Source: an optimization exercise on an open RTL-to-GDS flow (aim: small area, a short achievable clock period and few clock cycles). Production flows keep margins and buffers that such runs may drop. Function was checked by simulation only, so behaviour that the tests miss may differ from the original. Power and IR drop assume default switching activity.

## v45
==> flow/design.v (excerpt) <==
module cmp_coder (
    input  wire        clk,
    input  wire        rst,
    input  wire        in_valid,
    output wire        in_ready,
    input  wire [15:0] in_x,
    input  wire [15:0] in_nb,
    input  wire [8:0]  cfg_nwords,
    input  wire [2:0]  cfg_avg,
    input  wire [3:0]  cfg_k,
    input  wire [7:0]  cfg_a,
    input  wire [7:0]  cfg_b,
    input  wire [7:0]  cfg_c,
    input  wire [9:0]  cfg_neighbour,
    input  wire        cfg_nb_use,
    output reg         out_valid,
    input  wire        out_ready,
    output reg  [31:0] out_data,
    output reg         out_last,
    output wire [23:0] out_bits,
    output wire [8:0]  out_escapes,
    output wire [63:0] out_header,
    output reg         out_coded
);
Size in the first run: ~5000 cells after synthesis, ~550 flip-flops, about 220 I/O pins, ~0.042 sq mm of cells after synthesis.
export LEC_CHECK = 0
export ABC_AREA = 1
export CAP_MARGIN = 20
export CORE_MARGIN = 2
export CORE_UTILIZATION = 60
export CTS_CLUSTER_DIAMETER = 100
export CTS_CLUSTER_SIZE = 30
export SLEW_MARGIN = 20
create_clock -name core_clock -period 15.0 [get_ports {clk}]
standard.sh (not shown) runs the stock make flow with config.mk's settings and CLKGATE_MAP_FILE= SYNTH_SCRIPT=/design/flow/synth_recipe.tcl, a recipe that flattens the netlist after the stock synthesis.
==> flow/flow/run.sh <==
#!/bin/bash
set -euo pipefail
cd "$(dirname "$0")/.."
MARGIN=$(cat flow/margin.txt)
PORTBUF=$(cat flow/portbuf.txt)
bash standard.sh SETUP_SLACK_MARGIN=$MARGIN TNS_END_PERCENT=100 \
  "BUFFER_PORTS_ARGS=-buffer_cell $PORTBUF" finish > flow_make.log 2>&1
==> flow/flow/margin.txt <==
10.5
==> flow/flow/portbuf.txt <==
sky130_fd_sc_hd__buf_2
Testbench counts of v45, summed over its fixed seeds: cycles 24,457.
## Diff of input files: v48 against v45
- CORE_UTILIZATION changed from 60 to 40
Notes after the runs:
| first-pass GRT wire length | v48 vs v45 | worse |. Relative to v45, all-layer global routing usage decreased by 11 points in v48. In v48 relative to v45, placed instance count had gone up by a little under 10%. From v45 to v48 the numbers moved as follows: data arrival at the endpoint of the critical path now sits lower, multi-input gate share of the layout cell area down 0.86 points, sequential share of layout area lower, number of nets in the layout was more or less identical, met1 global-route usage saw a decrease. The well-tap cell count in v48 is 1.5 times that in v45. In the metrics for v48 and v45, the one carrying the lower worst setup slack is v45. v48 vs v45: buffers inserted during post-CTS setup optimization down by a few percent.
Inputs modified between v48 and v44:
- a change of CORE_UTILIZATION from 40 to 60
==> flow/flow/run.sh <==
#!/bin/bash
set -euo pipefail
cd "$(dirname "$0")/.."
MARGIN=$(cat flow/margin.txt)
bash standard.sh SETUP_SLACK_MARGIN=$MARGIN TNS_END_PERCENT=100 finish > flow_make.log 2>&1
removed: flow/flow/portbuf.txt
v44 finished end to end and its layout was clean on timing, DRC and antenna. From v44 to v48, part of the Yosys area used for sequential elements did not move at all. As of v44, routed wire length had fallen slightly compared to v48. From v44 to v48, number of sequential cells did not move at all. The lower met3 usage in global routing came out of v48. Higher final-layout clock buffer total was reported by v48, not v44. The launch point of the worst path comes out c0[3] in one run and rst in the other, namely in v44 and v48 respectively.

========
cmp_coder, a different RTL version from the one above (not shown whole).
Design cmp_coder, start of the top module:
module cmp_coder (
    input  wire        clk,
    input  wire        rst,
    input  wire        in_valid,
    output wire        in_ready,
    input  wire [15:0] in_x,
    input  wire [15:0] in_nb,
    input  wire [8:0]  cfg_nwords,
    input  wire [2:0]  cfg_avg,
    input  wire [3:0]  cfg_k,
    input  wire [7:0]  cfg_a,
    input  wire [7:0]  cfg_b,
    input  wire [7:0]  cfg_c,
    input  wire [9:0]  cfg_neighbour,
    input  wire        cfg_nb_use,
    output reg         out_valid,
    input  wire        out_ready,
    output reg  [31:0] out_data,
    output reg         out_last,
    output wire [23:0] out_bits,
    output wire [8:0]  out_escapes,
    output wire [63:0] out_header,
    output reg         out_coded
);
clock: 15.0 ns
lec_check: 0
cap_margin: 20
core_margin: 2
core_utilization: 40
slew_margin: 20
==> flow/flow/run.sh <==
#!/bin/bash
set -euo pipefail
cd "$(dirname "$0")/.."
MARGIN=$(cat flow/margin.txt)
bash standard.sh SETUP_SLACK_MARGIN=$MARGIN TNS_END_PERCENT=100 finish > flow_make.log 2>&1
Scripts as last shown in full above: flow/flow/margin.txt
The baseline finished clean.
Testbench counts at the start, summed over its fixed seeds: cycles 24,457.
Change:
==> flow/run.sh (new file) <==
#!/bin/bash
# synth_recipe.tcl (not shown) runs the flow's synth.tcl, then flattens the netlist and writes it again
# the make line also repeats each setting of config.mk as NAME=value (left out here)
make -C /OpenROAD-flow-scripts/flow DESIGN_CONFIG=/design/flow/config.mk WORK_HOME=/design/flow/orfs CLKGATE_MAP_FILE= SYNTH_SCRIPT=/design/flow/synth_recipe.tcl finish
removed: flow/flow/run.sh
removed: flow/flow/margin.txt
removed: flow/standard.sh
What happened: The new run completed without violations. Core utilization shrinks by 1.7 points. Total power shrinks by a few percent. Setup slack degrades by 1.4 ns. Cell area shrinks by a few percent. Synthesized cell count does not change. Global-route usage shrinks by 0.65 points. Cell count shrinks slightly. Die area does not change. Clock power hardly moves. Count of clock-buffer cells in the layout grows by 5.

========
Another version of the RTL of cmp_coder (not shown whole).
Size in the first run: roughly 540 flip-flops, roughly 220 I/O pins, ~0.043 mm^2 of cells after synthesis.
==> flow/design.v (excerpt) <==
module cmp_coder (
    input  wire        clk,
    input  wire        rst,
    input  wire        in_valid,
    output wire        in_ready,
    input  wire [15:0] in_x,
    input  wire [15:0] in_nb,
    input  wire [8:0]  cfg_nwords,
    input  wire [2:0]  cfg_avg,
    input  wire [3:0]  cfg_k,
    input  wire [7:0]  cfg_a,
    input  wire [7:0]  cfg_b,
    input  wire [7:0]  cfg_c,
    input  wire [9:0]  cfg_neighbour,
    input  wire        cfg_nb_use,
    output reg         out_valid,
    input  wire        out_ready,
    output reg  [31:0] out_data,
    output reg         out_last,
    output wire [23:0] out_bits,
    output wire [8:0]  out_escapes,
    output wire [63:0] out_header,
    output reg         out_coded
);
export LEC_CHECK = 0
export CAP_MARGIN = 20
export CORE_MARGIN = 2
export CORE_UTILIZATION = 40
export SLEW_MARGIN = 20
create_clock -name core_clock -period 15.0 [get_ports {clk}]
run.sh (not shown) runs the stock make flow with config.mk's settings and CLKGATE_MAP_FILE= SYNTH_SCRIPT=/design/flow/synth_recipe.tcl, a recipe that flattens the netlist after the stock synthesis.
Stock flow here: none of the scripts above is used.
The first run passed the timing, design-rule and antenna checks.
Testbench counts at the start, summed over its fixed seeds: cycles 24,457.
==> next run, changes <==
==> flow/flow/run.sh (new file) <==
#!/bin/bash
set -euo pipefail
cd "$(dirname "$0")/.."
MARGIN=$(cat flow/margin.txt)
bash standard.sh SETUP_SLACK_MARGIN=$MARGIN TNS_END_PERCENT=100 finish > flow_make.log 2>&1
==> flow/flow/margin.txt (new file) <==
10.5
==> flow/standard.sh (new file) <==
#!/bin/bash
# synth_recipe.tcl (not shown) runs the flow's synth.tcl, then flattens the netlist and writes it again
# the make line also repeats each setting of config.mk as NAME=value (left out here)
make -C /OpenROAD-flow-scripts/flow DESIGN_CONFIG=/design/flow/config.mk WORK_HOME=/design/flow/orfs CLKGATE_MAP_FILE= SYNTH_SCRIPT=/design/flow/synth_recipe.tcl "${@:-finish}"
removed: flow/run.sh
Worst hold slack stays flat.
Via count goes up by about 2.2%.
Clock power went up by about 10%.

========
cmp_coder, a different RTL version from the one above (not shown whole).
For scale: about 4900 cells after synthesis, about 550 flip-flops.
Design cmp_coder, start of the top module:
module cmp_coder (
    input  wire        clk,
    input  wire        rst,
    input  wire        in_valid,
    output wire        in_ready,
    input  wire [15:0] in_x,
    input  wire [15:0] in_nb,
    input  wire [8:0]  cfg_nwords,
    input  wire [2:0]  cfg_avg,
    input  wire [3:0]  cfg_k,
    input  wire [7:0]  cfg_a,
    input  wire [7:0]  cfg_b,
    input  wire [7:0]  cfg_c,
    input  wire [9:0]  cfg_neighbour,
    input  wire        cfg_nb_use,
    output reg         out_valid,
    input  wire        out_ready,
    output reg  [31:0] out_data,
    output reg         out_last,
    output wire [23:0] out_bits,
    output wire [8:0]  out_escapes,
    output wire [63:0] out_header,
    output reg         out_coded
);
    function [15:0] wmask;
        input [2:0] avg;
        case (avg)
            3'd0: wmask = 16'h0FFF;
            3'd1: wmask = 16'h1FFF;
            3'd2: wmask = 16'h3FFF;
            3'd3: wmask = 16'h7FFF;
  ...
clock: 15.0 ns
lec_check: 0
abc_area: 1
cap_margin: 20
core_margin: 2
core_utilization: 60
slew_margin: 20
standard.sh (not shown) runs the stock make flow with config.mk's settings and CLKGATE_MAP_FILE= SYNTH_SCRIPT=/design/flow/synth_recipe.tcl, a recipe that flattens the netlist after the stock synthesis.
==> flow/flow/run.sh <==
#!/bin/bash
set -euo pipefail
cd "$(dirname "$0")/.."
MARGIN=$(cat flow/margin.txt)
bash standard.sh SETUP_SLACK_MARGIN=$MARGIN TNS_END_PERCENT=100 finish > flow_make.log 2>&1
==> flow/flow/margin.txt <==
10.5
The baseline ran to the end with no violations.
Testbench counts at the start, summed over its fixed seeds: cycles 24,457.
Change:
- CORE_UTILIZATION: 60 -> 40
- CTS_CLUSTER_DIAMETER: unset -> 100
- CTS_CLUSTER_SIZE: unset -> 30
After rerunning: Sequential share of layout area hardly moves; critical path depth went up by 2; via count went down by 3.2%; power decreases by 6.4%; cell count climbs by 6.6%; die area went up by 49%; synthesized area is unchanged.

========
Setup of trial 85:
Another version of the RTL of cmp_coder (not shown whole).
Size: about 4900 cells after synthesis, about 550 flip-flops, ~42000 µm² of cells after synthesis.
Settings: LEC_CHECK=0, ABC_AREA=1, CAP_MARGIN=20, CORE_MARGIN=2, CORE_UTILIZATION=40, SLEW_MARGIN=20; clock period 15.0 ns.
Scripts as last shown in full above: flow/flow/run.sh, flow/flow/margin.txt
Testbench counts of trial 85, summed over its fixed seeds: cycles 24,457.
What build 43 does differently from trial 85 at the input level:
Settings: ABC_AREA: 1 -> unset.
==> comparison <==
Row synthesized-area fraction occupied by xor and xnor cells: build 43 lower / trial 85 higher
Compared with trial 85, in build 43 max-capacitance violation count stayed essentially flat; number of clock buffer instances in the layout rose by 6.
Build 43 packs its core more loosely than trial 85.
Build 43 vs. trial 85: area enclosed by the die boundary increased about 5%, final-layout non-clock buffer area share essentially unchanged, final worst slack increased 12 ps, non-clock buffer count increased about 3.3%.
Looking at main combinational cell family by area after synthesis, the compound AO/OA/AOI/OAI gates result is from build 43; the adder cells one comes from trial 85.

[port drivers added, routing unchanged]
Ports are ideal in the flow. The routed layouts listed here were re-timed in OpenROAD.
Step 1 (the two cells are an assumption about what drives the block):
set clk [get_ports {clk}]
set_driving_cell -lib_cell sky130_fd_sc_hd__clkbuf_16 $clk
set_driving_cell -lib_cell sky130_fd_sc_hd__buf_2 [delete_from_list [all_inputs] $clk]
Step 2 adds t to the input delays and takes it off the output delays; t is the mean of the earliest and latest rising clock arrival at the registers after step 1. Input paths then give back, and output paths get back, about the clock's delay inside the block.
a / b / c = no drivers / after step 1 / after step 2; a / b = the first two.
| run | t, ns | slack for setup (ns) | pins driven straight from the clock port |
|---|---|---|---|
| v45 | 0.712 | 10.571 / 10.571 / 9.969 | 1 |
| v48 | 0.690 | 10.607 / 10.638 / 9.963 | 1 |
| v44 | 0.718 | 10.500 / 10.484 / 9.982 | 1 |
| the first run of note 2 | 0.722 | 10.337 / 10.337 / 9.763 | 1 |
| the second run of note 2 | 0.707 | 8.901 / 8.901 / 8.901 | 1 |
| the first run of note 3 | 0.712 | 7.636 / 7.567 / 8.279 | 1 |
| the second run of note 3 | 0.719 | 9.191 / 9.120 / 9.674 | 1 |
| the first run of note 4 | 0.703 | 10.529 / 10.459 / 9.990 | 1 |
| the second run of note 4 | 0.738 | 10.486 / 10.417 / 10.021 | 1 |
| trial 85 | 0.702 | 10.527 / 10.459 / 10.078 | 1 |
| build 43 | 0.703 | 10.539 / 10.471 / 9.970 | 1 |
After both steps every run listed still meets setup and hold. The setup slack of v48, which loses most, moves by +0.031 ns with the drivers and by -0.644 ns with both steps.
